Context: an optimization exercise on an open-source flow, tuned for small area, a short achievable clock period and few clock cycles. The choices shown serve that exercise and are no tape-out recipe. No run shown here included a check of the RTL's function; only the layout flow was run.

==> flow/design.v, too long to show whole: its modules and the start of the top module <==
// module fpu32: 149 lines
// module fpu32_exec: 116 lines
// module fpu32_sum: 21 lines
// module fpu32_lzc: 45 lines
// module fpu32_mul24: 1573 lines
// module fpu32_round: 69 lines
module fpu32 (
    input  wire        clk,
    input  wire        rst,         
    input  wire        in_valid,
    output wire        in_ready,
    input  wire [2:0]  in_op,       
    input  wire [1:0]  in_rm,       
    input  wire [2:0]  in_rel,      
    input  wire [31:0] in_a,
    input  wire [31:0] in_b,
    input  wire [31:0] in_c,        
    output reg         out_valid,
    output reg  [31:0] out_result,
    output reg  [4:0]  out_flags    
);
  // ...
==> flow/run.sh <==
#!/bin/bash
# synth_recipe.tcl (not shown) runs the flow's synth.tcl, then flattens the netlist and writes it again
# the make line also repeats each setting of config.mk as NAME=value (left out here)
make -C /OpenROAD-flow-scripts/flow DESIGN_CONFIG=/design/flow/config.mk WORK_HOME=/design/flow/orfs CLKGATE_MAP_FILE= SYNTH_SCRIPT=/design/flow/synth_recipe.tcl finish
==> flow/config.mk <==
export PLATFORM = sky130hd
export DESIGN_NAME = fpu32
export DESIGN_NICKNAME = fpu32
export VERILOG_FILES = /design/flow/design.v
export SDC_FILE = /design/flow/constraint.sdc
export NUM_CORES = 4
export LEC_CHECK = 0
export ABC_CLOCK_PERIOD_IN_PS = 7000
export CAP_MARGIN = 20
export CORE_MARGIN = 2
export CORE_UTILIZATION = 55
export SLEW_MARGIN = 20
==> flow/constraint.sdc <==
create_clock -name core_clock -period 34.0 [get_ports {clk}]
set_input_delay 6.8000 -clock core_clock [delete_from_list [all_inputs] [get_ports {clk}]]
set_output_delay 6.8000 -clock core_clock [all_outputs]
set_load 0.01 [all_outputs]
==> reports/qor.yml, run 1 <==
path_max_fanout: 55
worst_pin_slew_ns: 1.293
stdcell_count: 7377
min_from: "s1_spec_res[21]"
cts_buffer_depth: 3
critPathLaunch: "s2_lz[4]"
n_fill_cell: 8445
cts_made_buffers: 52
status: "no timing/DRC/antenna violations"
worstSetupStartpointType: "register"
period_share: 0.2672
reg2reg_slack_ns: 24.92
clkSinkCount: 460
grtUsageTotal: 0.4225
r2r_start: "s2_lz[4]"
fin_tns_setup_ns: 0
nNonClkBuffers: 268
crit_arrival_ns: 9.68
worst_hold_slack_ns: 0.3227
crit_type: "reg -> reg"
cts-root-buf: "clkbuf_16"
==> module fpu32, before the edit <==
module fpu32 (
    input  wire        clk,
    input  wire        rst,         
    input  wire        in_valid,
    output wire        in_ready,
    input  wire [2:0]  in_op,       
    input  wire [1:0]  in_rm,       
    input  wire [2:0]  in_rel,      
    input  wire [31:0] in_a,
    input  wire [31:0] in_b,
    input  wire [31:0] in_c,        
    output reg         out_valid,
    output reg  [31:0] out_result,
    output reg  [4:0]  out_flags    
);
    assign in_ready = 1'b1;
    wire i_add = !in_op[2] && !in_op[1];
    wire i_fma = !in_op[2] && in_op[1] && in_op[0];
    reg        s0_valid;
    reg        s0_sub, s0_fma, s0_cmp;
    reg [1:0]  s0_rm;
    reg [2:0]  s0_rel;
    reg [31:0] s0_a, s0_y, s0_z;
    always @(posedge clk) begin
        s0_valid <= !rst && in_valid;
        s0_sub   <= i_add && in_op[0];
        s0_fma   <= i_fma;
        s0_cmp   <= in_op[2];
        s0_rm    <= in_rm;
        s0_rel   <= in_rel;
        s0_a     <= in_a;
        s0_y     <= i_add ? 32'h3F80_0000 : in_b;
        s0_z     <= i_add ? {in_b[31] ^ in_op[0], in_b[30:0]} :
                    i_fma ? in_c : {in_a[31] ^ in_b[31], 31'd0};
    end
    wire [47:0] e_prod;
    wire [76:0] e_addend;
    wire        e_sticky, e_sub, e_sp, e_sz;
    wire [10:0] e_ebase;
    wire        e_spec, e_spec_nv;
    wire [31:0] e_spec_res;
    fpu32_exec u_exec (
        .is_sub   (s0_sub),
        .is_fma   (s0_fma),
        .is_cmp   (s0_cmp),
        .rel      (s0_rel),
        .x        (s0_a),
        .y        (s0_y),
        .z        (s0_z),
        .prod     (e_prod),
        .addend   (e_addend),
        .sticky   (e_sticky),
        .sub      (e_sub),
        .sp       (e_sp),
        .sz       (e_sz),
        .ebase    (e_ebase),
        .spec     (e_spec),
        .spec_res (e_spec_res),
        .spec_nv  (e_spec_nv)
    );
    reg        s1_valid;
    reg [1:0]  s1_rm;
    reg [47:0] s1_prod;
    reg [76:0] s1_addend;
    reg        s1_sticky, s1_sub, s1_sp, s1_sz;
    reg [10:0] s1_ebase;
    reg        s1_spec, s1_spec_nv;
    reg [31:0] s1_spec_res;
    always @(posedge clk) begin
        s1_valid    <= !rst && s0_valid;
        s1_rm       <= s0_rm;
        s1_prod     <= e_prod;
        s1_addend   <= e_addend;
        s1_sticky   <= e_sticky;
        s1_sub      <= e_sub;
        s1_sp       <= e_sp;
        s1_sz       <= e_sz;
        s1_ebase    <= e_ebase;
        s1_spec     <= e_spec;
        s1_spec_res <= e_spec_res;
        s1_spec_nv  <= e_spec_nv;
    end
    wire [76:0] m_mag;
    wire [6:0]  m_lz;
    wire        m_zero, m_sign;
    fpu32_sum u_sum (
        .prod   (s1_prod),
        .addend (s1_addend),
        .sticky (s1_sticky),
        .sub    (s1_sub),
        .sp     (s1_sp),
        .sz     (s1_sz),
        .mag    (m_mag),
        .lz     (m_lz),
        .zero   (m_zero),
        .sign   (m_sign)
    );
    reg        s2_valid;
    reg [1:0]  s2_rm;
    reg [76:0] s2_mag;
    reg [6:0]  s2_lz;
    reg        s2_zero, s2_sign, s2_sticky, s2_zsign;
    reg [10:0] s2_ebase;
    reg [6:0]  s2_elim;
    reg        s2_spec, s2_spec_nv;
    reg [31:0] s2_spec_res;
    always @(posedge clk) begin
        s2_valid    <= !rst && s1_valid;
        s2_rm       <= s1_rm;
        s2_mag      <= m_mag;
        s2_lz       <= m_lz;
        s2_zero     <= m_zero;
        s2_sign     <= m_sign;
        s2_sticky   <= s1_sticky;
        s2_zsign    <= (s1_sp == s1_sz) ? s1_sp : (s1_rm == 2'd3);
        s2_ebase    <= s1_ebase;
        s2_elim     <= ($signed(s1_ebase) <= 11'sd1)  ? 7'd0 :
                       ($signed(s1_ebase) >= 11'sd128) ? 7'd127 : s1_ebase[6:0] - 7'd1;
        s2_spec     <= s1_spec;
        s2_spec_res <= s1_spec_res;
        s2_spec_nv  <= s1_spec_nv;
    end
    wire [31:0] r_result;
    wire [4:0]  r_flags;
    fpu32_round u_round (
        .rm     (s2_rm),
        .sign   (s2_sign),
        .mag    (s2_mag),
        .lz     (s2_lz),
        .sticky (s2_sticky),
        .ebase  (s2_ebase),
        .elim   (s2_elim),
        .result (r_result),
        .flags  (r_flags)
    );
    always @(posedge clk) begin
        out_valid <= !rst && s2_valid;
        if (s2_spec) begin
            out_result <= s2_spec_res;
            out_flags  <= {s2_spec_nv, 4'd0};
        end else if (s2_zero) begin
            out_result <= {s2_zsign, 31'd0};
            out_flags  <= 5'd0;
        end else begin
            out_result <= r_result;
            out_flags  <= r_flags;
        end
    end
endmodule
==> module fpu32_exec, before the edit <==
module fpu32_exec (
    input  wire        is_sub,
    input  wire        is_fma,
    input  wire        is_cmp,
    input  wire [2:0]  rel,
    input  wire [31:0] x,           
    input  wire [31:0] y,           
    input  wire [31:0] z,           
    output wire [47:0] prod,
    output wire [76:0] addend,
    output wire        sticky,      
    output wire        sub,         
    output wire        sp,          
    output wire        sz,          
    output wire [10:0] ebase,       
    output reg         spec,        
    output reg  [31:0] spec_res,
    output reg         spec_nv
);
    localparam [31:0] DEFAULT_NAN = 32'h7FC0_0000;
    wire x_nan  = (x[30:23] == 8'hFF) && (x[22:0] != 23'd0);
    wire y_nan  = (y[30:23] == 8'hFF) && (y[22:0] != 23'd0);
    wire z_nan  = (z[30:23] == 8'hFF) && (z[22:0] != 23'd0);
    wire any_snan = (x_nan && !x[22]) || (y_nan && !y[22]) || (z_nan && !z[22]);
    wire [7:0]  fx = x[30:23];
    wire [7:0]  fy = y[30:23];
    wire [7:0]  fz = z[30:23];
    assign sp = x[31] ^ y[31];
    assign sz = z[31];
    wire x_inf  = (fx == 8'hFF) && (x[22:0] == 23'd0);
    wire y_inf  = (fy == 8'hFF) && (y[22:0] == 23'd0);
    wire z_inf  = (fz == 8'hFF) && (z[22:0] == 23'd0);
    wire x_zero = (x[30:0] == 31'd0);
    wire y_zero = (y[30:0] == 31'd0);
    wire z_zero = (z[30:0] == 31'd0);
    wire p_zero = x_zero || y_zero;
    wire [23:0] mx = {fx != 8'd0, x[22:0]};
    wire [23:0] my = {fy != 8'd0, y[22:0]};
    wire [23:0] mz = {fz != 8'd0, z[22:0]};
    wire [7:0]  ex = {fx[7:1], fx[0] | (fx == 8'd0)};
    wire [7:0]  ey = {fy[7:1], fy[0] | (fy == 8'd0)};
    wire [7:0]  ez = {fz[7:1], fz[0] | (fz == 8'd0)};
    fpu32_mul24 u_mul (.a(my), .b(mx), .p(prod));
    wire signed [10:0] ep_top = $signed({3'd0, ex}) + $signed({3'd0, ey}) - 11'sd99;
    wire signed [10:0] d      = ep_top - $signed({3'd0, ez});
    wire clamp = p_zero || (!z_zero && d[10]);
    assign ebase = clamp ? {3'd0, ez} : ep_top;
    wire [6:0] sh = (clamp || d[10]) ? 7'd0 : (d > 11'sd77) ? 7'd77 : d[6:0];
    wire [100:0] z0 = {mz, 77'd0};
    wire [100:0] z1 = sh[6] ? (z0 >> 64) : z0;
    wire [100:0] z2 = sh[5] ? (z1 >> 32) : z1;
    wire [100:0] z3 = sh[4] ? (z2 >> 16) : z2;
    wire [100:0] z4 = sh[3] ? (z3 >> 8)  : z3;
    wire [100:0] z5 = sh[2] ? (z4 >> 4)  : z4;
    wire [100:0] z6 = sh[1] ? (z5 >> 2)  : z5;
    wire [100:0] z7 = sh[0] ? (z6 >> 1)  : z6;
    assign addend = z7[100:24];
    reg [23:0] below;
    integer k;
    always @* begin
        for (k = 0; k < 24; k = k + 1)
            below[k] = (sh > 7'd53 + k);
    end
    assign sticky = |(mz & below);
    assign sub    = sp ^ sz;
    wire both_zero = x_zero && y_zero;
    wire mag_eq    = (x[30:0] == y[30:0]);
    wire mag_lt    = (x[30:0] <  y[30:0]);
    wire c_eq = both_zero || (mag_eq && (x[31] == y[31]));
    wire c_lt = !both_zero && ((x[31] != y[31]) ? x[31] :
                               x[31] ? !(mag_lt || mag_eq) : mag_lt);
    reg  c_res;
    always @* begin
        case (rel)
            3'd0:    c_res = c_eq;
            3'd1:    c_res = !c_eq;
            3'd2:    c_res = c_lt;
            3'd3:    c_res = c_lt || c_eq;
            3'd4:    c_res = !c_lt && !c_eq;
            3'd5:    c_res = !c_lt;
            default: c_res = 1'b0;
        endcase
    end
    wire zero_inf = (x_zero && y_inf) || (x_inf && y_zero);
    always @* begin
        spec     = 1'b1;
        spec_res = 32'd0;
        spec_nv  = 1'b0;
        if (is_cmp) begin
            if (x_nan || y_nan) begin
                spec_res = {31'd0, (rel == 3'd1) || (rel == 3'd6)};
                spec_nv  = any_snan || (rel >= 3'd2 && rel <= 3'd5);
            end else begin
                spec_res = {31'd0, c_res};
            end
        end else if (x_nan || y_nan || z_nan) begin
            spec_res = x_nan ? x : y_nan ? y : {z[31] ^ is_sub, z[30:0]};
            spec_res[22] = 1'b1;
            spec_nv  = any_snan || (is_fma && zero_inf);
        end else if (zero_inf) begin
            spec_res = DEFAULT_NAN;
            spec_nv  = 1'b1;
        end else if (x_inf || y_inf) begin
            if (z_inf && (sz != sp)) begin
                spec_res = DEFAULT_NAN;
                spec_nv  = 1'b1;
            end else begin
                spec_res = {sp, 8'hFF, 23'd0};
            end
        end else if (z_inf) begin
            spec_res = {sz, 8'hFF, 23'd0};
        end else begin
            spec = 1'b0;
        end
    end
endmodule
==> module fpu32_sum, before the edit <==
module fpu32_sum (
    input  wire [47:0] prod,
    input  wire [76:0] addend,
    input  wire        sticky,
    input  wire        sub,
    input  wire        sp,
    input  wire        sz,
    output wire [76:0] mag,
    output wire [6:0]  lz,
    output wire        zero,
    output wire        sign
);
    wire [77:0] pw = {28'd0, prod, 2'd0};
    wire [77:0] cw = {1'b0, addend};
    wire [77:0] s  = pw + (sub ? ~cw : cw) + {77'd0, sub && !sticky};
    wire        neg = sub && s[77];
    assign mag  = neg ? (~s[76:0] + 77'd1) : s[76:0];
    assign sign = neg ? sz : sp;
    fpu32_lzc u_lzc (.v({mag, 1'b1, 50'd0}), .lz(lz));
    assign zero = (lz == 7'd77);
endmodule
==> run 2: changes to the inputs <==
--- a/flow/design.v
+++ b/flow/design.v
@@ -34,7 +34,7 @@
                     i_fma ? in_c : {in_a[31] ^ in_b[31], 31'd0};
     end
     wire [47:0] e_prod;
-    wire [76:0] e_addend;
+    wire [77:0] e_addend;
     wire        e_sticky, e_sub, e_sp, e_sz;
     wire [10:0] e_ebase;
     wire        e_spec, e_spec_nv;
@@ -61,7 +61,7 @@
     reg        s1_valid;
     reg [1:0]  s1_rm;
     reg [47:0] s1_prod;
-    reg [76:0] s1_addend;
+    reg [77:0] s1_addend;
     reg        s1_sticky, s1_sub, s1_sp, s1_sz;
     reg [10:0] s1_ebase;
     reg        s1_spec, s1_spec_nv;
@@ -156,7 +156,7 @@
     input  wire [31:0] y,           
     input  wire [31:0] z,           
     output wire [47:0] prod,
-    output wire [76:0] addend,
+    output wire [77:0] addend,      
     output wire        sticky,      
     output wire        sub,         
     output wire        sp,          
@@ -203,7 +203,7 @@
     wire [100:0] z5 = sh[2] ? (z4 >> 4)  : z4;
     wire [100:0] z6 = sh[1] ? (z5 >> 2)  : z5;
     wire [100:0] z7 = sh[0] ? (z6 >> 1)  : z6;
-    assign addend = z7[100:24];
+    assign addend = {sub, z7[100:24] ^ {77{sub}}};
     reg [23:0] below;
     integer k;
     always @* begin
@@ -265,7 +265,7 @@
 endmodule
 module fpu32_sum (
     input  wire [47:0] prod,
-    input  wire [76:0] addend,
+    input  wire [77:0] addend,
     input  wire        sticky,
     input  wire        sub,
     input  wire        sp,
@@ -275,11 +275,11 @@
     output wire        zero,
     output wire        sign
 );
-    wire [77:0] pw = {28'd0, prod, 2'd0};
-    wire [77:0] cw = {1'b0, addend};
-    wire [77:0] s  = pw + (sub ? ~cw : cw) + {77'd0, sub && !sticky};
-    wire        neg = sub && s[77];
-    assign mag  = neg ? (~s[76:0] + 77'd1) : s[76:0];
+    wire [77:0] s0, s1;
+    fpu32_cadd78 u_add (.x({28'd0, prod, 2'd0}), .y(addend), .s0(s0), .s1(s1));
+    wire neg  = sub && s0[77];
+    wire use1 = sub && !sticky;
+    assign mag  = neg ? ~s0[76:0] : use1 ? s1[76:0] : s0[76:0];
     assign sign = neg ? sz : sp;
     fpu32_lzc u_lzc (.v({mag, 1'b1, 50'd0}), .lz(lz));
     assign zero = (lz == 7'd77);
@@ -1900,7 +1900,741 @@
     assign fc600 = (~neg11 & pp12_23) | (~neg11 & hc508) | (pp12_23 & hc508);
     wire [47:0] r0 = {fs599, fs597, fs595, fs593, fs591, fs589, fs587, fs585, fs583, fs581, fs579, fs577, fs575, fs573, fs571, fs569, fs567, fs565, fs563, fs561, fs559, fs557, fs555, fs553, fs551, fs549, fs547, fs545, fs543, fs541, fs539, fs537, fs535, fs533, fs531, fs529, fs527, fs525, fs523, fs521, fs519, fs517, fs515, fs513, hs511, hs509, pp0_1, pp0_0};
     wire [47:0] r1 = {fc598, fc596, fc594, fc592, fc590, fc588, fc586, fc584, fc582, fc580, fc578, fc576, fc574, fc572, fc570, fc568, fc566, fc564, fc562, fc560, fc558, fc556, fc554, fc552, fc550, fc548, fc546, fc544, fc542, fc540, fc538, fc536, fc534, fc532, fc530, fc528, fc526, fc524, fc522, fc520, fc518, fc516, fc514, hc512, hc510, neg1, 1'b0, neg0};
-    assign p = r0 + r1;
+    fpu32_badd48 u_cpa (.x(r0), .y(r1), .s(p));
+endmodule
+module fpu32_cadd78 (
+    input  wire [77:0] x,
+    input  wire [77:0] y,
+    output wire [77:0] s0,    
+    output wire [77:0] s1     
+);
+    wire g0 = x[0] & y[0];
+    wire p0 = x[0] ^ y[0];
+    wire g1 = x[1] & y[1];
+    wire p1 = x[1] ^ y[1];
+    wire g2 = x[2] & y[2];
+    wire p2 = x[2] ^ y[2];
+    wire g3 = x[3] & y[3];
+    wire p3 = x[3] ^ y[3];
+    wire g4 = x[4] & y[4];
+    wire p4 = x[4] ^ y[4];
+    wire g5 = x[5] & y[5];
+    wire p5 = x[5] ^ y[5];
+    wire g6 = x[6] & y[6];
+    wire p6 = x[6] ^ y[6];
+    wire g7 = x[7] & y[7];
+    wire p7 = x[7] ^ y[7];
+    wire g8 = x[8] & y[8];
+    wire p8 = x[8] ^ y[8];
+    wire g9 = x[9] & y[9];
+    wire p9 = x[9] ^ y[9];
+    wire g10 = x[10] & y[10];
+    wire p10 = x[10] ^ y[10];
+    wire g11 = x[11] & y[11];
+    wire p11 = x[11] ^ y[11];
+    wire g12 = x[12] & y[12];
+    wire p12 = x[12] ^ y[12];
+    wire g13 = x[13] & y[13];
+    wire p13 = x[13] ^ y[13];
+    wire g14 = x[14] & y[14];
+    wire p14 = x[14] ^ y[14];
+    wire g15 = x[15] & y[15];
+    wire p15 = x[15] ^ y[15];
+    wire g16 = x[16] & y[16];
+    wire p16 = x[16] ^ y[16];
+    wire g17 = x[17] & y[17];
+    wire p17 = x[17] ^ y[17];
+    wire g18 = x[18] & y[18];
+    wire p18 = x[18] ^ y[18];
+    wire g19 = x[19] & y[19];
+    wire p19 = x[19] ^ y[19];
+    wire g20 = x[20] & y[20];
+    wire p20 = x[20] ^ y[20];
+    wire g21 = x[21] & y[21];
+    wire p21 = x[21] ^ y[21];
+    wire g22 = x[22] & y[22];
+    wire p22 = x[22] ^ y[22];
+    wire g23 = x[23] & y[23];
+    wire p23 = x[23] ^ y[23];
+    wire g24 = x[24] & y[24];
+    wire p24 = x[24] ^ y[24];
+    wire g25 = x[25] & y[25];
+    wire p25 = x[25] ^ y[25];
+    wire g26 = x[26] & y[26];
+    wire p26 = x[26] ^ y[26];
+    wire g27 = x[27] & y[27];
+    wire p27 = x[27] ^ y[27];
+    wire g28 = x[28] & y[28];
+    wire p28 = x[28] ^ y[28];
+    wire g29 = x[29] & y[29];
+    wire p29 = x[29] ^ y[29];
+    wire g30 = x[30] & y[30];
+    wire p30 = x[30] ^ y[30];
+    wire g31 = x[31] & y[31];
+    wire p31 = x[31] ^ y[31];
+    wire g32 = x[32] & y[32];
+    wire p32 = x[32] ^ y[32];
+    wire g33 = x[33] & y[33];
+    wire p33 = x[33] ^ y[33];
+    wire g34 = x[34] & y[34];
+    wire p34 = x[34] ^ y[34];
+    wire g35 = x[35] & y[35];
+    wire p35 = x[35] ^ y[35];
+    wire g36 = x[36] & y[36];
+    wire p36 = x[36] ^ y[36];
+    wire g37 = x[37] & y[37];
+    wire p37 = x[37] ^ y[37];
+    wire g38 = x[38] & y[38];
+    wire p38 = x[38] ^ y[38];
+    wire g39 = x[39] & y[39];
+    wire p39 = x[39] ^ y[39];
+    wire g40 = x[40] & y[40];
+    wire p40 = x[40] ^ y[40];
+    wire g41 = x[41] & y[41];
+    wire p41 = x[41] ^ y[41];
+    wire g42 = x[42] & y[42];
+    wire p42 = x[42] ^ y[42];
+    wire g43 = x[43] & y[43];
+    wire p43 = x[43] ^ y[43];
+    wire g44 = x[44] & y[44];
+    wire p44 = x[44] ^ y[44];
+    wire g45 = x[45] & y[45];
+    wire p45 = x[45] ^ y[45];
+    wire g46 = x[46] & y[46];
+    wire p46 = x[46] ^ y[46];
+    wire g47 = x[47] & y[47];
+    wire p47 = x[47] ^ y[47];
+    wire g48 = x[48] & y[48];
+    wire p48 = x[48] ^ y[48];
+    wire g49 = x[49] & y[49];
+    wire p49 = x[49] ^ y[49];
+    wire g50 = x[50] & y[50];
+    wire p50 = x[50] ^ y[50];
+    wire g51 = x[51] & y[51];
+    wire p51 = x[51] ^ y[51];
+    wire g52 = x[52] & y[52];
+    wire p52 = x[52] ^ y[52];
+    wire g53 = x[53] & y[53];
+    wire p53 = x[53] ^ y[53];
+    wire g54 = x[54] & y[54];
+    wire p54 = x[54] ^ y[54];
+    wire g55 = x[55] & y[55];
+    wire p55 = x[55] ^ y[55];
+    wire g56 = x[56] & y[56];
+    wire p56 = x[56] ^ y[56];
+    wire g57 = x[57] & y[57];
+    wire p57 = x[57] ^ y[57];
+    wire g58 = x[58] & y[58];
+    wire p58 = x[58] ^ y[58];
+    wire g59 = x[59] & y[59];
+    wire p59 = x[59] ^ y[59];
+    wire g60 = x[60] & y[60];
+    wire p60 = x[60] ^ y[60];
+    wire g61 = x[61] & y[61];
+    wire p61 = x[61] ^ y[61];
+    wire g62 = x[62] & y[62];
+    wire p62 = x[62] ^ y[62];
+    wire g63 = x[63] & y[63];
+    wire p63 = x[63] ^ y[63];
+    wire g64 = x[64] & y[64];
+    wire p64 = x[64] ^ y[64];
+    wire g65 = x[65] & y[65];
+    wire p65 = x[65] ^ y[65];
+    wire g66 = x[66] & y[66];
+    wire p66 = x[66] ^ y[66];
+    wire g67 = x[67] & y[67];
+    wire p67 = x[67] ^ y[67];
+    wire g68 = x[68] & y[68];
+    wire p68 = x[68] ^ y[68];
+    wire g69 = x[69] & y[69];
+    wire p69 = x[69] ^ y[69];
+    wire g70 = x[70] & y[70];
+    wire p70 = x[70] ^ y[70];
+    wire g71 = x[71] & y[71];
+    wire p71 = x[71] ^ y[71];
+    wire g72 = x[72] & y[72];
+    wire p72 = x[72] ^ y[72];
+    wire g73 = x[73] & y[73];
+    wire p73 = x[73] ^ y[73];
+    wire g74 = x[74] & y[74];
+    wire p74 = x[74] ^ y[74];
+    wire g75 = x[75] & y[75];
+    wire p75 = x[75] ^ y[75];
+    wire g76 = x[76] & y[76];
+    wire p76 = x[76] ^ y[76];
+    wire g77 = x[77] & y[77];
+    wire p77 = x[77] ^ y[77];
+    wire G1 = g1 | (p1 & g0);
+    wire P1 = p1 & p0;
+    wire G2 = g3 | (p3 & g2);
+    wire P2 = p3 & p2;
+    wire G3 = g5 | (p5 & g4);
+    wire P3 = p5 & p4;
+    wire G4 = g7 | (p7 & g6);
+    wire P4 = p7 & p6;
+    wire G5 = g9 | (p9 & g8);
+    wire P5 = p9 & p8;
+    wire G6 = g11 | (p11 & g10);
+    wire P6 = p11 & p10;
+    wire G7 = g13 | (p13 & g12);
+    wire P7 = p13 & p12;
+    wire G8 = g15 | (p15 & g14);
+    wire P8 = p15 & p14;
+    wire G9 = g17 | (p17 & g16);
+    wire P9 = p17 & p16;
+    wire G10 = g19 | (p19 & g18);
+    wire P10 = p19 & p18;
+    wire G11 = g21 | (p21 & g20);
+    wire P11 = p21 & p20;
+    wire G12 = g23 | (p23 & g22);
+    wire P12 = p23 & p22;
+    wire G13 = g25 | (p25 & g24);
+    wire P13 = p25 & p24;
+    wire G14 = g27 | (p27 & g26);
+    wire P14 = p27 & p26;
+    wire G15 = g29 | (p29 & g28);
+    wire P15 = p29 & p28;
+    wire G16 = g31 | (p31 & g30);
+    wire P16 = p31 & p30;
+    wire G17 = g33 | (p33 & g32);
+    wire P17 = p33 & p32;
+    wire G18 = g35 | (p35 & g34);
+    wire P18 = p35 & p34;
+    wire G19 = g37 | (p37 & g36);
+    wire P19 = p37 & p36;
+    wire G20 = g39 | (p39 & g38);
+    wire P20 = p39 & p38;
+    wire G21 = g41 | (p41 & g40);
+    wire P21 = p41 & p40;
+    wire G22 = g43 | (p43 & g42);
+    wire P22 = p43 & p42;
+    wire G23 = g45 | (p45 & g44);
+    wire P23 = p45 & p44;
+    wire G24 = g47 | (p47 & g46);
+    wire P24 = p47 & p46;
+    wire G25 = g49 | (p49 & g48);
+    wire P25 = p49 & p48;
+    wire G26 = g51 | (p51 & g50);
+    wire P26 = p51 & p50;
+    wire G27 = g53 | (p53 & g52);
+    wire P27 = p53 & p52;
+    wire G28 = g55 | (p55 & g54);
+    wire P28 = p55 & p54;
+    wire G29 = g57 | (p57 & g56);
+    wire P29 = p57 & p56;
+    wire G30 = g59 | (p59 & g58);
+    wire P30 = p59 & p58;
+    wire G31 = g61 | (p61 & g60);
+    wire P31 = p61 & p60;
+    wire G32 = g63 | (p63 & g62);
+    wire P32 = p63 & p62;
+    wire G33 = g65 | (p65 & g64);
+    wire P33 = p65 & p64;
+    wire G34 = g67 | (p67 & g66);
+    wire P34 = p67 & p66;
+    wire G35 = g69 | (p69 & g68);
+    wire P35 = p69 & p68;
+    wire G36 = g71 | (p71 & g70);
+    wire P36 = p71 & p70;
+    wire G37 = g73 | (p73 & g72);
+    wire P37 = p73 & p72;
+    wire G38 = g75 | (p75 & g74);
+    wire P38 = p75 & p74;
+    wire G39 = g77 | (p77 & g76);
+    wire P39 = p77 & p76;
+    wire G40 = G2 | (P2 & G1);
+    wire P40 = P2 & P1;
+    wire G41 = G4 | (P4 & G3);
+    wire P41 = P4 & P3;
+    wire G42 = G6 | (P6 & G5);
+    wire P42 = P6 & P5;
+    wire G43 = G8 | (P8 & G7);
+    wire P43 = P8 & P7;
+    wire G44 = G10 | (P10 & G9);
+    wire P44 = P10 & P9;
+    wire G45 = G12 | (P12 & G11);
+    wire P45 = P12 & P11;
+    wire G46 = G14 | (P14 & G13);
+    wire P46 = P14 & P13;
+    wire G47 = G16 | (P16 & G15);
+    wire P47 = P16 & P15;
+    wire G48 = G18 | (P18 & G17);
+    wire P48 = P18 & P17;
+    wire G49 = G20 | (P20 & G19);
+    wire P49 = P20 & P19;
+    wire G50 = G22 | (P22 & G21);
+    wire P50 = P22 & P21;
+    wire G51 = G24 | (P24 & G23);
+    wire P51 = P24 & P23;
+    wire G52 = G26 | (P26 & G25);
+    wire P52 = P26 & P25;
+    wire G53 = G28 | (P28 & G27);
+    wire P53 = P28 & P27;
+    wire G54 = G30 | (P30 & G29);
+    wire P54 = P30 & P29;
+    wire G55 = G32 | (P32 & G31);
+    wire P55 = P32 & P31;
+    wire G56 = G34 | (P34 & G33);
+    wire P56 = P34 & P33;
+    wire G57 = G36 | (P36 & G35);
+    wire P57 = P36 & P35;
+    wire G58 = G38 | (P38 & G37);
+    wire P58 = P38 & P37;
+    wire G59 = G41 | (P41 & G40);
+    wire P59 = P41 & P40;
+    wire G60 = G43 | (P43 & G42);
+    wire P60 = P43 & P42;
+    wire G61 = G45 | (P45 & G44);
+    wire P61 = P45 & P44;
+    wire G62 = G47 | (P47 & G46);
+    wire P62 = P47 & P46;
+    wire G63 = G49 | (P49 & G48);
+    wire P63 = P49 & P48;
+    wire G64 = G51 | (P51 & G50);
+    wire P64 = P51 & P50;
+    wire G65 = G53 | (P53 & G52);
+    wire P65 = P53 & P52;
+    wire G66 = G55 | (P55 & G54);
+    wire P66 = P55 & P54;
+    wire G67 = G57 | (P57 & G56);
+    wire P67 = P57 & P56;
+    wire G68 = G60 | (P60 & G59);
+    wire P68 = P60 & P59;
+    wire G69 = G62 | (P62 & G61);
+    wire P69 = P62 & P61;
+    wire G70 = G64 | (P64 & G63);
+    wire P70 = P64 & P63;
+    wire G71 = G66 | (P66 & G65);
+    wire P71 = P66 & P65;
+    wire G72 = G69 | (P69 & G68);
+    wire P72 = P69 & P68;
+    wire G73 = G71 | (P71 & G70);
+    wire P73 = P71 & P70;
+    wire G74 = G73 | (P73 & G72);
+    wire P74 = P73 & P72;
+    wire G75 = G70 | (P70 & G72);
+    wire P75 = P70 & P72;
+    wire G76 = G61 | (P61 & G68);
+    wire P76 = P61 & P68;
+    wire G77 = G63 | (P63 & G72);
+    wire P77 = P63 & P72;
+    wire G78 = G65 | (P65 & G75);
+    wire P78 = P65 & P75;
+    wire G79 = G67 | (P67 & G74);
+    wire P79 = P67 & P74;
+    wire G80 = G42 | (P42 & G59);
+    wire P80 = P42 & P59;
+    wire G81 = G44 | (P44 & G68);
+    wire P81 = P44 & P68;
+    wire G82 = G46 | (P46 & G76);
+    wire P82 = P46 & P76;
+    wire G83 = G48 | (P48 & G72);
+    wire P83 = P48 & P72;
+    wire G84 = G50 | (P50 & G77);
+    wire P84 = P50 & P77;
+    wire G85 = G52 | (P52 & G75);
+    wire P85 = P52 & P75;
+    wire G86 = G54 | (P54 & G78);
+    wire P86 = P54 & P78;
+    wire G87 = G56 | (P56 & G74);
+    wire P87 = P56 & P74;
+    wire G88 = G58 | (P58 & G79);
+    wire P88 = P58 & P79;
+    wire G89 = G3 | (P3 & G40);
+    wire P89 = P3 & P40;
+    wire G90 = G5 | (P5 & G59);
+    wire P90 = P5 & P59;
+    wire G91 = G7 | (P7 & G80);
+    wire P91 = P7 & P80;
+    wire G92 = G9 | (P9 & G68);
+    wire P92 = P9 & P68;
+    wire G93 = G11 | (P11 & G81);
+    wire P93 = P11 & P81;
+    wire G94 = G13 | (P13 & G76);
+    wire P94 = P13 & P76;
+    wire G95 = G15 | (P15 & G82);
+    wire P95 = P15 & P82;
+    wire G96 = G17 | (P17 & G72);
+    wire P96 = P17 & P72;
+    wire G97 = G19 | (P19 & G83);
+    wire P97 = P19 & P83;
+    wire G98 = G21 | (P21 & G77);
+    wire P98 = P21 & P77;
+    wire G99 = G23 | (P23 & G84);
+    wire P99 = P23 & P84;
+    wire G100 = G25 | (P25 & G75);
+    wire P100 = P25 & P75;
+    wire G101 = G27 | (P27 & G85);
+    wire P101 = P27 & P85;
+    wire G102 = G29 | (P29 & G78);
+    wire P102 = P29 & P78;
+    wire G103 = G31 | (P31 & G86);
+    wire P103 = P31 & P86;
+    wire G104 = G33 | (P33 & G74);
+    wire P104 = P33 & P74;
+    wire G105 = G35 | (P35 & G87);
+    wire P105 = P35 & P87;
+    wire G106 = G37 | (P37 & G79);
+    wire P106 = P37 & P79;
+    wire G107 = G39 | (P39 & G88);
+    wire P107 = P39 & P88;
+    wire G108 = g2 | (p2 & G1);
+    wire P108 = p2 & P1;
+    wire G109 = g4 | (p4 & G40);
+    wire P109 = p4 & P40;
+    wire G110 = g6 | (p6 & G89);
+    wire P110 = p6 & P89;
+    wire G111 = g8 | (p8 & G59);
+    wire P111 = p8 & P59;
+    wire G112 = g10 | (p10 & G90);
+    wire P112 = p10 & P90;
+    wire G113 = g12 | (p12 & G80);
+    wire P113 = p12 & P80;
+    wire G114 = g14 | (p14 & G91);
+    wire P114 = p14 & P91;
+    wire G115 = g16 | (p16 & G68);
+    wire P115 = p16 & P68;
+    wire G116 = g18 | (p18 & G92);
+    wire P116 = p18 & P92;
+    wire G117 = g20 | (p20 & G81);
+    wire P117 = p20 & P81;
+    wire G118 = g22 | (p22 & G93);
+    wire P118 = p22 & P93;
+    wire G119 = g24 | (p24 & G76);
+    wire P119 = p24 & P76;
+    wire G120 = g26 | (p26 & G94);
+    wire P120 = p26 & P94;
+    wire G121 = g28 | (p28 & G82);
+    wire P121 = p28 & P82;
+    wire G122 = g30 | (p30 & G95);
+    wire P122 = p30 & P95;
+    wire G123 = g32 | (p32 & G72);
+    wire P123 = p32 & P72;
+    wire G124 = g34 | (p34 & G96);
+    wire P124 = p34 & P96;
+    wire G125 = g36 | (p36 & G83);
+    wire P125 = p36 & P83;
+    wire G126 = g38 | (p38 & G97);
+    wire P126 = p38 & P97;
+    wire G127 = g40 | (p40 & G77);
+    wire P127 = p40 & P77;
+    wire G128 = g42 | (p42 & G98);
+    wire P128 = p42 & P98;
+    wire G129 = g44 | (p44 & G84);
+    wire P129 = p44 & P84;
+    wire G130 = g46 | (p46 & G99);
+    wire P130 = p46 & P99;
+    wire G131 = g48 | (p48 & G75);
+    wire P131 = p48 & P75;
+    wire G132 = g50 | (p50 & G100);
+    wire P132 = p50 & P100;
+    wire G133 = g52 | (p52 & G85);
+    wire P133 = p52 & P85;
+    wire G134 = g54 | (p54 & G101);
+    wire P134 = p54 & P101;
+    wire G135 = g56 | (p56 & G78);
+    wire P135 = p56 & P78;
+    wire G136 = g58 | (p58 & G102);
+    wire P136 = p58 & P102;
+    wire G137 = g60 | (p60 & G86);
+    wire P137 = p60 & P86;
+    wire G138 = g62 | (p62 & G103);
+    wire P138 = p62 & P103;
+    wire G139 = g64 | (p64 & G74);
+    wire P139 = p64 & P74;
+    wire G140 = g66 | (p66 & G104);
+    wire P140 = p66 & P104;
+    wire G141 = g68 | (p68 & G87);
+    wire P141 = p68 & P87;
+    wire G142 = g70 | (p70 & G105);
+    wire P142 = p70 & P105;
+    wire G143 = g72 | (p72 & G79);
+    wire P143 = p72 & P79;
+    wire G144 = g74 | (p74 & G106);
+    wire P144 = p74 & P106;
+    wire G145 = g76 | (p76 & G88);
+    wire P145 = p76 & P88;
+    assign s0 = {p77 ^ G145, p76 ^ G88, p75 ^ G144, p74 ^ G106, p73 ^ G143, p72 ^ G79, p71 ^ G142, p70 ^ G105, p69 ^ G141, p68 ^ G87, p67 ^ G140, p66 ^ G104, p65 ^ G139, p64 ^ G74, p63 ^ G138, p62 ^ G103, p61 ^ G137, p60 ^ G86, p59 ^ G136, p58 ^ G102, p57 ^ G135, p56 ^ G78, p55 ^ G134, p54 ^ G101, p53 ^ G133, p52 ^ G85, p51 ^ G132, p50 ^ G100, p49 ^ G131, p48 ^ G75, p47 ^ G130, p46 ^ G99, p45 ^ G129, p44 ^ G84, p43 ^ G128, p42 ^ G98, p41 ^ G127, p40 ^ G77, p39 ^ G126, p38 ^ G97, p37 ^ G125, p36 ^ G83, p35 ^ G124, p34 ^ G96, p33 ^ G123, p32 ^ G72, p31 ^ G122, p30 ^ G95, p29 ^ G121, p28 ^ G82, p27 ^ G120, p26 ^ G94, p25 ^ G119, p24 ^ G76, p23 ^ G118, p22 ^ G93, p21 ^ G117, p20 ^ G81, p19 ^ G116, p18 ^ G92, p17 ^ G115, p16 ^ G68, p15 ^ G114, p14 ^ G91, p13 ^ G113, p12 ^ G80, p11 ^ G112, p10 ^ G90, p9 ^ G111, p8 ^ G59, p7 ^ G110, p6 ^ G89, p5 ^ G109, p4 ^ G40, p3 ^ G108, p2 ^ G1, p1 ^ g0, p0};
+    assign s1 = {p77 ^ (G145 | P145), p76 ^ (G88 | P88), p75 ^ (G144 | P144), p74 ^ (G106 | P106), p73 ^ (G143 | P143), p72 ^ (G79 | P79), p71 ^ (G142 | P142), p70 ^ (G105 | P105), p69 ^ (G141 | P141), p68 ^ (G87 | P87), p67 ^ (G140 | P140), p66 ^ (G104 | P104), p65 ^ (G139 | P139), p64 ^ (G74 | P74), p63 ^ (G138 | P138), p62 ^ (G103 | P103), p61 ^ (G137 | P137), p60 ^ (G86 | P86), p59 ^ (G136 | P136), p58 ^ (G102 | P102), p57 ^ (G135 | P135), p56 ^ (G78 | P78), p55 ^ (G134 | P134), p54 ^ (G101 | P101), p53 ^ (G133 | P133), p52 ^ (G85 | P85), p51 ^ (G132 | P132), p50 ^ (G100 | P100), p49 ^ (G131 | P131), p48 ^ (G75 | P75), p47 ^ (G130 | P130), p46 ^ (G99 | P99), p45 ^ (G129 | P129), p44 ^ (G84 | P84), p43 ^ (G128 | P128), p42 ^ (G98 | P98), p41 ^ (G127 | P127), p40 ^ (G77 | P77), p39 ^ (G126 | P126), p38 ^ (G97 | P97), p37 ^ (G125 | P125), p36 ^ (G83 | P83), p35 ^ (G124 | P124), p34 ^ (G96 | P96), p33 ^ (G123 | P123), p32 ^ (G72 | P72), p31 ^ (G122 | P122), p30 ^ (G95 | P95), p29 ^ (G121 | P121), p28 ^ (G82 | P82), p27 ^ (G120 | P120), p26 ^ (G94 | P94), p25 ^ (G119 | P119), p24 ^ (G76 | P76), p23 ^ (G118 | P118), p22 ^ (G93 | P93), p21 ^ (G117 | P117), p20 ^ (G81 | P81), p19 ^ (G116 | P116), p18 ^ (G92 | P92), p17 ^ (G115 | P115), p16 ^ (G68 | P68), p15 ^ (G114 | P114), p14 ^ (G91 | P91), p13 ^ (G113 | P113), p12 ^ (G80 | P80), p11 ^ (G112 | P112), p10 ^ (G90 | P90), p9 ^ (G111 | P111), p8 ^ (G59 | P59), p7 ^ (G110 | P110), p6 ^ (G89 | P89), p5 ^ (G109 | P109), p4 ^ (G40 | P40), p3 ^ (G108 | P108), p2 ^ (G1 | P1), p1 ^ (g0 | p0), ~p0};
+endmodule
+module fpu32_badd48 (
+    input  wire [47:0] x,
+    input  wire [47:0] y,
+    output wire [47:0] s      
+);
+    wire g0 = x[0] & y[0];
+    wire p0 = x[0] ^ y[0];
+    wire g1 = x[1] & y[1];
+    wire p1 = x[1] ^ y[1];
+    wire g2 = x[2] & y[2];
+    wire p2 = x[2] ^ y[2];
+    wire g3 = x[3] & y[3];
+    wire p3 = x[3] ^ y[3];
+    wire g4 = x[4] & y[4];
+    wire p4 = x[4] ^ y[4];
+    wire g5 = x[5] & y[5];
+    wire p5 = x[5] ^ y[5];
+    wire g6 = x[6] & y[6];
+    wire p6 = x[6] ^ y[6];
+    wire g7 = x[7] & y[7];
+    wire p7 = x[7] ^ y[7];
+    wire g8 = x[8] & y[8];
+    wire p8 = x[8] ^ y[8];
+    wire g9 = x[9] & y[9];
+    wire p9 = x[9] ^ y[9];
+    wire g10 = x[10] & y[10];
+    wire p10 = x[10] ^ y[10];
+    wire g11 = x[11] & y[11];
+    wire p11 = x[11] ^ y[11];
+    wire g12 = x[12] & y[12];
+    wire p12 = x[12] ^ y[12];
+    wire g13 = x[13] & y[13];
+    wire p13 = x[13] ^ y[13];
+    wire g14 = x[14] & y[14];
+    wire p14 = x[14] ^ y[14];
+    wire g15 = x[15] & y[15];
+    wire p15 = x[15] ^ y[15];
+    wire g16 = x[16] & y[16];
+    wire p16 = x[16] ^ y[16];
+    wire g17 = x[17] & y[17];
+    wire p17 = x[17] ^ y[17];
+    wire g18 = x[18] & y[18];
+    wire p18 = x[18] ^ y[18];
+    wire g19 = x[19] & y[19];
+    wire p19 = x[19] ^ y[19];
+    wire g20 = x[20] & y[20];
+    wire p20 = x[20] ^ y[20];
+    wire g21 = x[21] & y[21];
+    wire p21 = x[21] ^ y[21];
+    wire g22 = x[22] & y[22];
+    wire p22 = x[22] ^ y[22];
+    wire g23 = x[23] & y[23];
+    wire p23 = x[23] ^ y[23];
+    wire g24 = x[24] & y[24];
+    wire p24 = x[24] ^ y[24];
+    wire g25 = x[25] & y[25];
+    wire p25 = x[25] ^ y[25];
+    wire g26 = x[26] & y[26];
+    wire p26 = x[26] ^ y[26];
+    wire g27 = x[27] & y[27];
+    wire p27 = x[27] ^ y[27];
+    wire g28 = x[28] & y[28];
+    wire p28 = x[28] ^ y[28];
+    wire g29 = x[29] & y[29];
+    wire p29 = x[29] ^ y[29];
+    wire g30 = x[30] & y[30];
+    wire p30 = x[30] ^ y[30];
+    wire g31 = x[31] & y[31];
+    wire p31 = x[31] ^ y[31];
+    wire g32 = x[32] & y[32];
+    wire p32 = x[32] ^ y[32];
+    wire g33 = x[33] & y[33];
+    wire p33 = x[33] ^ y[33];
+    wire g34 = x[34] & y[34];
+    wire p34 = x[34] ^ y[34];
+    wire g35 = x[35] & y[35];
+    wire p35 = x[35] ^ y[35];
+    wire g36 = x[36] & y[36];
+    wire p36 = x[36] ^ y[36];
+    wire g37 = x[37] & y[37];
+    wire p37 = x[37] ^ y[37];
+    wire g38 = x[38] & y[38];
+    wire p38 = x[38] ^ y[38];
+    wire g39 = x[39] & y[39];
+    wire p39 = x[39] ^ y[39];
+    wire g40 = x[40] & y[40];
+    wire p40 = x[40] ^ y[40];
+    wire g41 = x[41] & y[41];
+    wire p41 = x[41] ^ y[41];
+    wire g42 = x[42] & y[42];
+    wire p42 = x[42] ^ y[42];
+    wire g43 = x[43] & y[43];
+    wire p43 = x[43] ^ y[43];
+    wire g44 = x[44] & y[44];
+    wire p44 = x[44] ^ y[44];
+    wire g45 = x[45] & y[45];
+    wire p45 = x[45] ^ y[45];
+    wire g46 = x[46] & y[46];
+    wire p46 = x[46] ^ y[46];
+    wire g47 = x[47] & y[47];
+    wire p47 = x[47] ^ y[47];
+    wire G1 = g1 | (p1 & g0);
+    wire P1 = p1 & p0;
+    wire G2 = g3 | (p3 & g2);
+    wire P2 = p3 & p2;
+    wire G3 = g5 | (p5 & g4);
+    wire P3 = p5 & p4;
+    wire G4 = g7 | (p7 & g6);
+    wire P4 = p7 & p6;
+    wire G5 = g9 | (p9 & g8);
+    wire P5 = p9 & p8;
+    wire G6 = g11 | (p11 & g10);
+    wire P6 = p11 & p10;
+    wire G7 = g13 | (p13 & g12);
+    wire P7 = p13 & p12;
+    wire G8 = g15 | (p15 & g14);
+    wire P8 = p15 & p14;
+    wire G9 = g17 | (p17 & g16);
+    wire P9 = p17 & p16;
+    wire G10 = g19 | (p19 & g18);
+    wire P10 = p19 & p18;
+    wire G11 = g21 | (p21 & g20);
+    wire P11 = p21 & p20;
+    wire G12 = g23 | (p23 & g22);
+    wire P12 = p23 & p22;
+    wire G13 = g25 | (p25 & g24);
+    wire P13 = p25 & p24;
+    wire G14 = g27 | (p27 & g26);
+    wire P14 = p27 & p26;
+    wire G15 = g29 | (p29 & g28);
+    wire P15 = p29 & p28;
+    wire G16 = g31 | (p31 & g30);
+    wire P16 = p31 & p30;
+    wire G17 = g33 | (p33 & g32);
+    wire P17 = p33 & p32;
+    wire G18 = g35 | (p35 & g34);
+    wire P18 = p35 & p34;
+    wire G19 = g37 | (p37 & g36);
+    wire P19 = p37 & p36;
+    wire G20 = g39 | (p39 & g38);
+    wire P20 = p39 & p38;
+    wire G21 = g41 | (p41 & g40);
+    wire P21 = p41 & p40;
+    wire G22 = g43 | (p43 & g42);
+    wire P22 = p43 & p42;
+    wire G23 = g45 | (p45 & g44);
+    wire P23 = p45 & p44;
+    wire G24 = g47 | (p47 & g46);
+    wire P24 = p47 & p46;
+    wire G25 = G2 | (P2 & G1);
+    wire P25 = P2 & P1;
+    wire G26 = G4 | (P4 & G3);
+    wire P26 = P4 & P3;
+    wire G27 = G6 | (P6 & G5);
+    wire P27 = P6 & P5;
+    wire G28 = G8 | (P8 & G7);
+    wire P28 = P8 & P7;
+    wire G29 = G10 | (P10 & G9);
+    wire P29 = P10 & P9;
+    wire G30 = G12 | (P12 & G11);
+    wire P30 = P12 & P11;
+    wire G31 = G14 | (P14 & G13);
+    wire P31 = P14 & P13;
+    wire G32 = G16 | (P16 & G15);
+    wire P32 = P16 & P15;
+    wire G33 = G18 | (P18 & G17);
+    wire P33 = P18 & P17;
+    wire G34 = G20 | (P20 & G19);
+    wire P34 = P20 & P19;
+    wire G35 = G22 | (P22 & G21);
+    wire P35 = P22 & P21;
+    wire G36 = G24 | (P24 & G23);
+    wire P36 = P24 & P23;
+    wire G37 = G26 | (P26 & G25);
+    wire P37 = P26 & P25;
+    wire G38 = G28 | (P28 & G27);
+    wire P38 = P28 & P27;
+    wire G39 = G30 | (P30 & G29);
+    wire P39 = P30 & P29;
+    wire G40 = G32 | (P32 & G31);
+    wire P40 = P32 & P31;
+    wire G41 = G34 | (P34 & G33);
+    wire P41 = P34 & P33;
+    wire G42 = G36 | (P36 & G35);
+    wire P42 = P36 & P35;
+    wire G43 = G38 | (P38 & G37);
+    wire P43 = P38 & P37;
+    wire G44 = G40 | (P40 & G39);
+    wire P44 = P40 & P39;
+    wire G45 = G42 | (P42 & G41);
+    wire P45 = P42 & P41;
+    wire G46 = G44 | (P44 & G43);
+    wire P46 = P44 & P43;
+    wire G47 = G45 | (P45 & G46);
+    wire P47 = P45 & P46;
+    wire G48 = G39 | (P39 & G43);
+    wire P48 = P39 & P43;
+    wire G49 = G41 | (P41 & G46);
+    wire P49 = P41 & P46;
+    wire G50 = G27 | (P27 & G37);
+    wire P50 = P27 & P37;
+    wire G51 = G29 | (P29 & G43);
+    wire P51 = P29 & P43;
+    wire G52 = G31 | (P31 & G48);
+    wire P52 = P31 & P48;
+    wire G53 = G33 | (P33 & G46);
+    wire P53 = P33 & P46;
+    wire G54 = G35 | (P35 & G49);
+    wire P54 = P35 & P49;
+    wire G55 = G3 | (P3 & G25);
+    wire P55 = P3 & P25;
+    wire G56 = G5 | (P5 & G37);
+    wire P56 = P5 & P37;
+    wire G57 = G7 | (P7 & G50);
+    wire P57 = P7 & P50;
+    wire G58 = G9 | (P9 & G43);
+    wire P58 = P9 & P43;
+    wire G59 = G11 | (P11 & G51);
+    wire P59 = P11 & P51;
+    wire G60 = G13 | (P13 & G48);
+    wire P60 = P13 & P48;
+    wire G61 = G15 | (P15 & G52);
+    wire P61 = P15 & P52;
+    wire G62 = G17 | (P17 & G46);
+    wire P62 = P17 & P46;
+    wire G63 = G19 | (P19 & G53);
+    wire P63 = P19 & P53;
+    wire G64 = G21 | (P21 & G49);
+    wire P64 = P21 & P49;
+    wire G65 = G23 | (P23 & G54);
+    wire P65 = P23 & P54;
+    wire G66 = g2 | (p2 & G1);
+    wire P66 = p2 & P1;
+    wire G67 = g4 | (p4 & G25);
+    wire P67 = p4 & P25;
+    wire G68 = g6 | (p6 & G55);
+    wire P68 = p6 & P55;
+    wire G69 = g8 | (p8 & G37);
+    wire P69 = p8 & P37;
+    wire G70 = g10 | (p10 & G56);
+    wire P70 = p10 & P56;
+    wire G71 = g12 | (p12 & G50);
+    wire P71 = p12 & P50;
+    wire G72 = g14 | (p14 & G57);
+    wire P72 = p14 & P57;
+    wire G73 = g16 | (p16 & G43);
+    wire P73 = p16 & P43;
+    wire G74 = g18 | (p18 & G58);
+    wire P74 = p18 & P58;
+    wire G75 = g20 | (p20 & G51);
+    wire P75 = p20 & P51;
+    wire G76 = g22 | (p22 & G59);
+    wire P76 = p22 & P59;
+    wire G77 = g24 | (p24 & G48);
+    wire P77 = p24 & P48;
+    wire G78 = g26 | (p26 & G60);
+    wire P78 = p26 & P60;
+    wire G79 = g28 | (p28 & G52);
+    wire P79 = p28 & P52;
+    wire G80 = g30 | (p30 & G61);
+    wire P80 = p30 & P61;
+    wire G81 = g32 | (p32 & G46);
+    wire P81 = p32 & P46;
+    wire G82 = g34 | (p34 & G62);
+    wire P82 = p34 & P62;
+    wire G83 = g36 | (p36 & G53);
+    wire P83 = p36 & P53;
+    wire G84 = g38 | (p38 & G63);
+    wire P84 = p38 & P63;
+    wire G85 = g40 | (p40 & G49);
+    wire P85 = p40 & P49;
+    wire G86 = g42 | (p42 & G64);
+    wire P86 = p42 & P64;
+    wire G87 = g44 | (p44 & G54);
+    wire P87 = p44 & P54;
+    wire G88 = g46 | (p46 & G65);
+    wire P88 = p46 & P65;
+    assign s = {p47 ^ G88, p46 ^ G65, p45 ^ G87, p44 ^ G54, p43 ^ G86, p42 ^ G64, p41 ^ G85, p40 ^ G49, p39 ^ G84, p38 ^ G63, p37 ^ G83, p36 ^ G53, p35 ^ G82, p34 ^ G62, p33 ^ G81, p32 ^ G46, p31 ^ G80, p30 ^ G61, p29 ^ G79, p28 ^ G52, p27 ^ G78, p26 ^ G60, p25 ^ G77, p24 ^ G48, p23 ^ G76, p22 ^ G59, p21 ^ G75, p20 ^ G51, p19 ^ G74, p18 ^ G58, p17 ^ G73, p16 ^ G43, p15 ^ G72, p14 ^ G57, p13 ^ G71, p12 ^ G50, p11 ^ G70, p10 ^ G56, p9 ^ G69, p8 ^ G37, p7 ^ G68, p6 ^ G55, p5 ^ G67, p4 ^ G25, p3 ^ G66, p2 ^ G1, p1 ^ g0, p0};
 endmodule
 module fpu32_round (
     input  wire [1:0]  rm,
@@ -1928,7 +2662,7 @@
     integer k;
     always @* begin
         for (k = 0; k < 51; k = k + 1)
-            low[k] = ({1'b0, s} + k <= 50);
+            low[k] = (s <= 7'd50 - k);
     end
     wire        norm  = n[76];
     wire [23:0] kept  = n[76:53];
@@ -1947,7 +2681,8 @@
     end
     wire [10:0] ef   = norm ? eres : 11'd0;
     wire [33:0] base = {ef, kept[22:0]};
-    wire [33:0] bp1  = base + 34'd1;
+    wire [33:0] bp1, bp0_unused;
+    fpu32_cadd34 u_inc (.x(base), .y(34'd0), .s0(bp0_unused), .s1(bp1));
     wire [33:0] inc  = up ? bp1 : base;
     wire        ovf  = (ef >= 11'd255) || ((ef == 11'd254) && (&kept[22:0]) && up);
     reg u_up;
@@ -1971,3 +2706,200 @@
         end
     end
 endmodule
+module fpu32_cadd34 (
+    input  wire [33:0] x,
+    input  wire [33:0] y,
+    output wire [33:0] s0,    
+    output wire [33:0] s1     
+);
+    wire g0 = x[0] & y[0];
+    wire p0 = x[0] ^ y[0];
+    wire g1 = x[1] & y[1];
+    wire p1 = x[1] ^ y[1];
+    wire g2 = x[2] & y[2];
+    wire p2 = x[2] ^ y[2];
+    wire g3 = x[3] & y[3];
+    wire p3 = x[3] ^ y[3];
+    wire g4 = x[4] & y[4];
+    wire p4 = x[4] ^ y[4];
+    wire g5 = x[5] & y[5];
+    wire p5 = x[5] ^ y[5];
+    wire g6 = x[6] & y[6];
+    wire p6 = x[6] ^ y[6];
+    wire g7 = x[7] & y[7];
+    wire p7 = x[7] ^ y[7];
+    wire g8 = x[8] & y[8];
+    wire p8 = x[8] ^ y[8];
+    wire g9 = x[9] & y[9];
+    wire p9 = x[9] ^ y[9];
+    wire g10 = x[10] & y[10];
+    wire p10 = x[10] ^ y[10];
+    wire g11 = x[11] & y[11];
+    wire p11 = x[11] ^ y[11];
+    wire g12 = x[12] & y[12];
+    wire p12 = x[12] ^ y[12];
+    wire g13 = x[13] & y[13];
+    wire p13 = x[13] ^ y[13];
+    wire g14 = x[14] & y[14];
+    wire p14 = x[14] ^ y[14];
+    wire g15 = x[15] & y[15];
+    wire p15 = x[15] ^ y[15];
+    wire g16 = x[16] & y[16];
+    wire p16 = x[16] ^ y[16];
+    wire g17 = x[17] & y[17];
+    wire p17 = x[17] ^ y[17];
+    wire g18 = x[18] & y[18];
+    wire p18 = x[18] ^ y[18];
+    wire g19 = x[19] & y[19];
+    wire p19 = x[19] ^ y[19];
+    wire g20 = x[20] & y[20];
+    wire p20 = x[20] ^ y[20];
+    wire g21 = x[21] & y[21];
+    wire p21 = x[21] ^ y[21];
+    wire g22 = x[22] & y[22];
+    wire p22 = x[22] ^ y[22];
+    wire g23 = x[23] & y[23];
+    wire p23 = x[23] ^ y[23];
+    wire g24 = x[24] & y[24];
+    wire p24 = x[24] ^ y[24];
+    wire g25 = x[25] & y[25];
+    wire p25 = x[25] ^ y[25];
+    wire g26 = x[26] & y[26];
+    wire p26 = x[26] ^ y[26];
+    wire g27 = x[27] & y[27];
+    wire p27 = x[27] ^ y[27];
+    wire g28 = x[28] & y[28];
+    wire p28 = x[28] ^ y[28];
+    wire g29 = x[29] & y[29];
+    wire p29 = x[29] ^ y[29];
+    wire g30 = x[30] & y[30];
+    wire p30 = x[30] ^ y[30];
+    wire g31 = x[31] & y[31];
+    wire p31 = x[31] ^ y[31];
+    wire g32 = x[32] & y[32];
+    wire p32 = x[32] ^ y[32];
+    wire g33 = x[33] & y[33];
+    wire p33 = x[33] ^ y[33];
+    wire G1 = g1 | (p1 & g0);
+    wire P1 = p1 & p0;
+    wire G2 = g3 | (p3 & g2);
+    wire P2 = p3 & p2;
+    wire G3 = g5 | (p5 & g4);
+    wire P3 = p5 & p4;
+    wire G4 = g7 | (p7 & g6);
+    wire P4 = p7 & p6;
+    wire G5 = g9 | (p9 & g8);
+    wire P5 = p9 & p8;
+    wire G6 = g11 | (p11 & g10);
+    wire P6 = p11 & p10;
+    wire G7 = g13 | (p13 & g12);
+    wire P7 = p13 & p12;
+    wire G8 = g15 | (p15 & g14);
+    wire P8 = p15 & p14;
+    wire G9 = g17 | (p17 & g16);
+    wire P9 = p17 & p16;
+    wire G10 = g19 | (p19 & g18);
+    wire P10 = p19 & p18;
+    wire G11 = g21 | (p21 & g20);
+    wire P11 = p21 & p20;
+    wire G12 = g23 | (p23 & g22);
+    wire P12 = p23 & p22;
+    wire G13 = g25 | (p25 & g24);
+    wire P13 = p25 & p24;
+    wire G14 = g27 | (p27 & g26);
+    wire P14 = p27 & p26;
+    wire G15 = g29 | (p29 & g28);
+    wire P15 = p29 & p28;
+    wire G16 = g31 | (p31 & g30);
+    wire P16 = p31 & p30;
+    wire G17 = g33 | (p33 & g32);
+    wire P17 = p33 & p32;
+    wire G18 = G2 | (P2 & G1);
+    wire P18 = P2 & P1;
+    wire G19 = G4 | (P4 & G3);
+    wire P19 = P4 & P3;
+    wire G20 = G6 | (P6 & G5);
+    wire P20 = P6 & P5;
+    wire G21 = G8 | (P8 & G7);
+    wire P21 = P8 & P7;
+    wire G22 = G10 | (P10 & G9);
+    wire P22 = P10 & P9;
+    wire G23 = G12 | (P12 & G11);
+    wire P23 = P12 & P11;
+    wire G24 = G14 | (P14 & G13);
+    wire P24 = P14 & P13;
+    wire G25 = G16 | (P16 & G15);
+    wire P25 = P16 & P15;
+    wire G26 = G19 | (P19 & G18);
+    wire P26 = P19 & P18;
+    wire G27 = G21 | (P21 & G20);
+    wire P27 = P21 & P20;
+    wire G28 = G23 | (P23 & G22);
+    wire P28 = P23 & P22;
+    wire G29 = G25 | (P25 & G24);
+    wire P29 = P25 & P24;
+    wire G30 = G27 | (P27 & G26);
+    wire P30 = P27 & P26;
+    wire G31 = G29 | (P29 & G28);
+    wire P31 = P29 & P28;
+    wire G32 = G31 | (P31 & G30);
+    wire P32 = P31 & P30;
+    wire G33 = G28 | (P28 & G30);
+    wire P33 = P28 & P30;
+    wire G34 = G20 | (P20 & G26);
+    wire P34 = P20 & P26;
+    wire G35 = G22 | (P22 & G30);
+    wire P35 = P22 & P30;
+    wire G36 = G24 | (P24 & G33);
+    wire P36 = P24 & P33;
+    wire G37 = G3 | (P3 & G18);
+    wire P37 = P3 & P18;
+    wire G38 = G5 | (P5 & G26);
+    wire P38 = P5 & P26;
+    wire G39 = G7 | (P7 & G34);
+    wire P39 = P7 & P34;
+    wire G40 = G9 | (P9 & G30);
+    wire P40 = P9 & P30;
+    wire G41 = G11 | (P11 & G35);
+    wire P41 = P11 & P35;
+    wire G42 = G13 | (P13 & G33);
+    wire P42 = P13 & P33;
+    wire G43 = G15 | (P15 & G36);
+    wire P43 = P15 & P36;
+    wire G44 = G17 | (P17 & G32);
+    wire P44 = P17 & P32;
+    wire G45 = g2 | (p2 & G1);
+    wire P45 = p2 & P1;
+    wire G46 = g4 | (p4 & G18);
+    wire P46 = p4 & P18;
+    wire G47 = g6 | (p6 & G37);
+    wire P47 = p6 & P37;
+    wire G48 = g8 | (p8 & G26);
+    wire P48 = p8 & P26;
+    wire G49 = g10 | (p10 & G38);
+    wire P49 = p10 & P38;
+    wire G50 = g12 | (p12 & G34);
+    wire P50 = p12 & P34;
+    wire G51 = g14 | (p14 & G39);
+    wire P51 = p14 & P39;
+    wire G52 = g16 | (p16 & G30);
+    wire P52 = p16 & P30;
+    wire G53 = g18 | (p18 & G40);
+    wire P53 = p18 & P40;
+    wire G54 = g20 | (p20 & G35);
+    wire P54 = p20 & P35;
+    wire G55 = g22 | (p22 & G41);
+    wire P55 = p22 & P41;
+    wire G56 = g24 | (p24 & G33);
+    wire P56 = p24 & P33;
+    wire G57 = g26 | (p26 & G42);
+    wire P57 = p26 & P42;
+    wire G58 = g28 | (p28 & G36);
+    wire P58 = p28 & P36;
+    wire G59 = g30 | (p30 & G43);
+    wire P59 = p30 & P43;
+    wire G60 = g32 | (p32 & G32);
+    wire P60 = p32 & P32;
+    assign s0 = {p33 ^ G60, p32 ^ G32, p31 ^ G59, p30 ^ G43, p29 ^ G58, p28 ^ G36, p27 ^ G57, p26 ^ G42, p25 ^ G56, p24 ^ G33, p23 ^ G55, p22 ^ G41, p21 ^ G54, p20 ^ G35, p19 ^ G53, p18 ^ G40, p17 ^ G52, p16 ^ G30, p15 ^ G51, p14 ^ G39, p13 ^ G50, p12 ^ G34, p11 ^ G49, p10 ^ G38, p9 ^ G48, p8 ^ G26, p7 ^ G47, p6 ^ G37, p5 ^ G46, p4 ^ G18, p3 ^ G45, p2 ^ G1, p1 ^ g0, p0};
+    assign s1 = {p33 ^ (G60 | P60), p32 ^ (G32 | P32), p31 ^ (G59 | P59), p30 ^ (G43 | P43), p29 ^ (G58 | P58), p28 ^ (G36 | P36), p27 ^ (G57 | P57), p26 ^ (G42 | P42), p25 ^ (G56 | P56), p24 ^ (G33 | P33), p23 ^ (G55 | P55), p22 ^ (G41 | P41), p21 ^ (G54 | P54), p20 ^ (G35 | P35), p19 ^ (G53 | P53), p18 ^ (G40 | P40), p17 ^ (G52 | P52), p16 ^ (G30 | P30), p15 ^ (G51 | P51), p14 ^ (G39 | P39), p13 ^ (G50 | P50), p12 ^ (G34 | P34), p11 ^ (G49 | P49), p10 ^ (G38 | P38), p9 ^ (G48 | P48), p8 ^ (G26 | P26), p7 ^ (G47 | P47), p6 ^ (G37 | P37), p5 ^ (G46 | P46), p4 ^ (G18 | P18), p3 ^ (G45 | P45), p2 ^ (G1 | P1), p1 ^ (g0 | p0), ~p0};
+endmodule
--- a/flow/config.mk
+++ b/flow/config.mk
@@ -5,7 +5,6 @@
 export SDC_FILE = /design/flow/constraint.sdc
 export NUM_CORES = 4
 export LEC_CHECK = 0
-export ABC_CLOCK_PERIOD_IN_PS = 7000
 export CAP_MARGIN = 20
 export CORE_MARGIN = 2
 export CORE_UTILIZATION = 55
==> reports/qor.yml, run 2 <==
status: "no timing/DRC/antenna violations"
fp.dieH_um: 290.4
stdcell_count: 6520  # -12%
firstDrtPassIters: 7
critPathRequiredTime_ns: 34.57
yosysTopAreaCellShare: 0.2041
synthArstFlopShare: 0
clkSinkCount: 460  # unchanged
io_pins: 146
post-cts-setup-buffer-count: 0
io_buffers: 143
grtUsageTotal: 0.4061  # -0.01641
syn_avg_cell_area_um2: 8.228
cts_resized: 0
slew_headroom: 0.2122
die_w_um: 290.4
cp_slowest_cell: "fa_1"
place_hpwl_um: 133400
slew_viol_final: 0
cts-root-buf: "clkbuf_16"
path_clk_slew_ns: 0.07
design_area_mm2: 0.04925
drtAntennaViolNets: 0
fin_crit_ns: 8.832
hold_class: "reg -> reg"
grt_pass1_vias: 40750
cts_made_buffers: 51  # -1.9%
period_share: 0.2598  # -0.007379
tritoncts: "built"
cts-hold-fix-buffers: 0
postPlaceCellArea_mm2: 0.04734
layout_commonest_cell: "inv_1"
cts_buffer_depth: 3  # unchanged
synth_nets: 6140
final_cell_mix: "478 x inv_1, 457 x dfxtp_1, 409 x nand2_1"
rows: 105
worstSetupStartpointType: "register"
cap_violations: 0
num-nets-final: 6064
synth_edf_count: 0
largest_reg_flops: 78
path_max_fanout: 55  # unchanged
ys_seq_area_frac: 0.2041
num_vias: 42360
crit_arrival_ns: 9.40  # -0.28 ns
rsz0062_at_grt: "false"
clock_latency_ns: 0.64
path_common_cell: "fa_1"
gp_congestion: 1.013
dp.cells: 6425
fmax_mhz: 113.2
yosysUniqueCellTypes: 106
synth_top_family_by_area: "compound AO/OA/AOI/OAI gates"
synth_top_flop_cell: "dfxtp_1"
synth-seq-cells: 460
ys_warn_count: 3
first_iter_violations: 4804
remaining_drc_errors: 0
grt_max_degree: 78
die_area_mm2: 0.08435
finalClockSkew_ns: 0.04826
drive_gt1_frac: 0.06280
worst_hold_slack_ns: 0.3153  # -0.007359 ns
post_drt_wl_per_cell_um: 26.90
grt_overflow: 0
netlist_area_mm2: 0.04512
synth_compound_area_frac: 0.2169
synth_area_leaders: "dfxtp_1 20%, fa_1 13%, ha_1 6.9%"
syn_inst: 5484
synth_mux_area_frac: 0.05377
hold_violations: 0
synth_top_area_cell: "dfxtp_1"
cpPeakStageDelay_ns: 0.55
synth-xor-area-share: 0.09822
core-area_mm2: 0.08172
reg_top3: "s1_addend x78, s2_mag x77, s1_prod x48"
htreeDepth: 2
synth.most_common_cell: "inv_1"
grt_pass1_wl_um: 261400
vias_per_cell: 6.497
initial_core_util: 0.5522
synthTopCellsByCount: "479 x inv_1, 460 x dfxtp_1, 409 x nand2_1, 376 x nor2_1, 349 x xnor2_1"
regMostFlops: "s1_addend"
setup_viol: 0
grt_antenna_before_repair: 20
fin_tns_setup_ns: 0  # unchanged
cp-end-kind: "register"
synthAdderAreaFrac: 0.2021
synthToLayoutAreaGrowth_pct: 9.156
worst_pin_slew_ns: 1.175  # -0.1185 ns
crit_type: "reg -> reg"
synthSimpleGateAreaFrac: 0.1476
routed_wl_um: 175400
## run 2: cell count changes in the layout (fill, tap and decap cells not counted), sizes merged, moves of 43 or more
cell,change
xor2,-75
fa,+48
a21oi,-51
nand4,-43
nor3,-51
inv,+72
a21o,-45
nor4,-46
nand2,-47
## run 2: final timing paths
| check | startpoint | slack, ns | endpoint | cells after the start |
|---|---|---|---|---|
| hold / removal | s1_spec_res[31] | 0.32 | s2_spec_res[31] | 0 |
| setup / recovery | s0_a[1] | 25.17 | s1_prod[47] | 30 |
| hold reg to reg | s1_spec_res[31] | 0.32 | s2_spec_res[31] | 0 |
| setup reg to reg | s0_a[1] | 25.17 | s1_prod[47] | 30 |
## run 2: area by class of cell
type,instances,area (um2)
fillers,7468,32460
flip-flops and latches,460,9213
well taps,1070,1339
repair buffers,262,2325
diodes,4,10.01
inverters,490,1842
multi-input cells,4143,32630
clock buffers,66,1455
clock inverters,25,440.4
## run 2: critical path, delay by kind of cell (launching register included)
| kind | cells | cell delay, ns |
|---|---|---|
| xor gates and xnor gates | 3 | 0.58 |
| AOI/OAI and AO/OA | 8 | 1.78 |
| DFF | 1 | 0.31 |
| buffers and inverters | 4 | 1.04 |
| and+or+nand+nor | 6 | 1.11 |
| adders and majority gates | 9 | 3.92 |
## run 2: cell families after synthesis
| family | Yosys count |
|---|---|
| AO/OA/AOI/OAI | 1461 |
| XOR/XNOR | 506 |
| adder cells (fa/ha/maj) | 549 |
| buffers and inverters | 881 |
| flip-flops | 460 |
| multiplexers | 232 |
| other | 2 |
| AND/OR/NAND/NOR | 1393 |
## run 2: per-layer routing
metal | vias up | track usage | wire (um)
met5 | - | 0 | 86
met4 | 14 | 0.2181 | 11040
li1 | 18970 | - | -
met1 | 20180 | 0.5280 | 69090
met3 | 588 | 0.09376 | 18710
met2 | 2612 | 0.6273 | 76470
## run 2: per-stage QoR
step                setup slack [ns]    util
finish                         25.17  0.6027
global route                   24.73  0.6026
CTS                            25.24  0.6025
detailed placement             25.27  0.5793
global placement               25.36  0.5790
floorplan                      26.27       -

[afterwards: timing with drivers on the ports]
The flow's constraints put no driver on any port. The routed layouts listed below were extracted and timed again, unchanged, in two steps. Step 1 sets driving cells, clkbuf_16 on the clock port and buf_2 on the other inputs (assumed; they add their load-dependent delay and slew). Step 2, shift: input delay + t, output delay - t, t = (earliest + latest rising clock arrival at the registers) / 2. This alone moves slack from input paths to output paths. Three values: ideal, step 1, step 2; two values: the first two.
run | t, ns | setup WS [ns] | hold WS [ns]
run 1 | 0.727 | 24.917 / 24.917 / 24.917 | 0.323 / 0.323 / 0.323
run 2 | 0.692 | 25.168 / 25.168 / 25.168 | 0.315 / 0.315 / 0.315
After both steps setup and hold are still met in every run listed.
